Background: an optimization exercise with open tools, aiming at small area and a short achievable clock period. Do not read the settings as production practice. Where RTL was checked, it was by simulation tests only, not by an equivalence proof against the original. Power and IR drop assume default switching activity.

## job 8811
// bv_cp2
module bv_cp2 (
    input  wire        clk,
    input  wire        rst,         
    input  wire        issue,       
    input  wire [5:0]  op,          
    input  wire [23:0] ga,
    input  wire [23:0] gb,
    output reg         r1_valid,    
    output wire [23:0] r1_data,     
    output reg         r2_valid,    
    output reg  [23:0] r2_data,     
    output reg         r1_ill       
);
For scale: about 3600 cells after synthesis, ~190 flip-flops.
clock: 15.0 ns
lec_check: 0
cap_margin: 20
core_margin: 2
core_utilization: 50
place_density: 0.75
slew_margin: 20
run.sh (not shown) runs the stock make flow with config.mk's settings and CLKGATE_MAP_FILE= SYNTH_SCRIPT=/design/flow/synth_recipe.tcl, a recipe that flattens the netlist after the stock synthesis.
No stage failed in job 8811, and the final checks on the layout all came back clean.
### job 8811 -> job 9363
==> flow/flow/run.sh (new file) <==
#!/bin/bash
# The standard layout, with timing repair aiming for setup slack of at
# least SETUP_SLACK_MARGIN ns at the design's clock period (the design's
# paths are far shorter than the period, so without a margin the repair
# has nothing to do).
set -euo pipefail
bash standard.sh SETUP_SLACK_MARGIN=9 finish > flow.log 2>&1
==> flow/standard.sh (new file) <==
#!/bin/bash
# synth_recipe.tcl (not shown) runs the flow's synth.tcl, then flattens the netlist and writes it again
# the make line also repeats each setting of config.mk as NAME=value (left out here)
make -C /OpenROAD-flow-scripts/flow DESIGN_CONFIG=/design/flow/config.mk WORK_HOME=/design/flow/orfs CLKGATE_MAP_FILE= SYNTH_SCRIPT=/design/flow/synth_recipe.tcl "${@:-finish}"
--- a/flow/config.mk
+++ b/flow/config.mk
@@ -10,2 +10 @@
-export CORE_UTILIZATION = 50
-export PLACE_DENSITY = 0.75
+export CORE_UTILIZATION = 30
removed: flow/run.sh
- Of job 9363 and job 8811, it is job 9363 that has the higher clock buffer count.
- Looking at overall track demand over capacity in global routing, job 9363 sits below job 8811.
- Job 9363 does better than job 8811 on register-to-register slack.
Here is what was changed in the inputs of job 1333 compared with job 9363.
==> flow/run.sh (new file) <==
#!/bin/bash
# synth_recipe.tcl (not shown) runs the flow's synth.tcl, then flattens the netlist and writes it again
# the make line also repeats each setting of config.mk as NAME=value (left out here)
make -C /OpenROAD-flow-scripts/flow DESIGN_CONFIG=/design/flow/config.mk WORK_HOME=/design/flow/orfs CLKGATE_MAP_FILE= SYNTH_SCRIPT=/design/flow/synth_recipe.tcl finish
removed: flow/flow/run.sh
removed: flow/standard.sh
==> comparison <==
The slowest cell on the critical path comes out sky130_fd_sc_hd__dfxtp_1 in one run and sky130_fd_sc_hd__fa_1 in the other, namely in job 1333 and job 9363 respectively.
Compared with job 9363, job 1333 ends up with less cell area.
Job 1333 — clock network contribution to total cell area 0.21 points higher, job 9363 as reference
Average wire per cell in the routed design (job 1333 vs. job 9363) decreases by a little under 10%
Taking job 9363 as the reference, in job 1333 net switching power went down by about 12%; routed wire length went down by about 10%; largest net degree at the start of global routing went down by 1.6%.
No run of this note included a check of the RTL's function; only the layout flow was run.

========
## run A
bv_cp2, a different RTL version from the one above (not shown whole).
Size in the first run: about 3400 cells after synthesis, ~190 flip-flops, about 110 I/O pins, ~28000 um^2 of cells after synthesis.
clock: 15.0 ns
lec_check: 0
cap_margin: 20
core_margin: 2
core_utilization: 55
place_density: 0.8
slew_margin: 20
standard.sh (not shown) runs the stock make flow with config.mk's settings and CLKGATE_MAP_FILE= SYNTH_SCRIPT=/design/flow/synth_recipe.tcl, a recipe that flattens the netlist after the stock synthesis.
==> flow/flow/run.sh <==
#!/bin/bash
# The standard layout (the standard.sh, its synthesis unchanged), with
# timing repair asked to leave a setup slack of at least SETUP_SLACK_MARGIN
# ns at the design's clock period: the design's paths are far shorter than
# the period, so without the margin the repair steps do nothing. Every port
# still gets its own buffer, a buf_2 rather than the flow's default choice
# of a delay cell.
# make's full output goes to flow.log; each step's log is under orfs/logs.
set -euo pipefail
bash standard.sh SETUP_SLACK_MARGIN=8.5 "BUFFER_PORTS_ARGS=-buffer_cell sky130_fd_sc_hd__buf_2" finish > flow.log 2>&1
Run A: full flow OK, the timing, DRC and antenna checks passed
diff inputs: run A => run B
- CORE_UTILIZATION now 50, was 55
- PLACE_DENSITY now 0.75, was 0.8
## What came out
Run B finished end to end and its layout was clean on timing, DRC and antenna. Relative to run A, relative slew slack decreased by 3.2 points in run B. Taking run A as the reference point, the worst supply voltage drop on vdd of run B rises by 0.88%. Run comparison: run A launch point of the critical path ra[12]$_DFF_P_; run B launch point of the critical path nq[4]$_DFF_P_. | worst setup slack | run B vs run A | worse |. ~same simple-gate share of the synthesized area in run A and run B.
--- input diff run B..run C ---
==> flow/flow/run.sh <==
#!/bin/bash
# The standard layout (the standard.sh, its synthesis unchanged), with
# timing repair asked to leave a setup slack of at least SETUP_SLACK_MARGIN
# ns at the design's clock period: the design's paths are far shorter than
# the period, so without the margin the repair steps do nothing.
# make's full output goes to flow.log; each step's log is under orfs/logs.
set -euo pipefail
bash standard.sh SETUP_SLACK_MARGIN=8 finish > flow.log 2>&1
--- outcome ---
- Run C did not stop at any stage, and its layout met the timing, DRC and antenna checks.
- Required time of the critical path: run C lower than run B
- Between run C and run B, the number of ports placed on the die boundary figures differ only marginally.
- Run B → run C: detailed-route via count now smaller, design area increased 0.38%, peak fanout along the critical path barely changed, sequential cell area share was more or less identical, worst hold slack after final layout saw a decrease.
- Power spent charging and discharging nets essentially unchanged between run B and run C.

[port drivers added, routing unchanged]
The results above use ideal ports. As a check the final layouts listed here were re-extracted and re-timed, cells and wires unchanged. Step 1, drivers: a clkbuf_16 drives clk and a buf_2 each remaining input, both assumed. Step 2 moves the port delays by t, midway between the first and last clock arrival at a register: inputs arrive t later, outputs are due t later. That takes back most of the time a late clock gives input paths. a / b / c = ideal / step 1 / step 2; a / b = the first two.
run | shift t [ns] | setup WS [ns] | worst setup path at the end
job 8811 | 0.538 | 7.532 / 7.532 / 7.532 | register to register
job 9363 | 0.585 | 8.981 / 8.981 / 8.551 | input to register
job 1333 | 0.579 | 7.461 / 7.461 / 7.461 | register to register
run A | 0.535 | 8.680 / 8.680 / 8.416 | input to register
run B | 0.536 | 8.649 / 8.649 / 8.353 | input to register
run C | 0.530 | 8.268 / 8.268 / 7.859 | input to register
After both steps every run listed still meets setup and hold. The setup slack of job 9363, which loses most, moves by 0.000 ns with the drivers and by -0.430 ns with both steps.
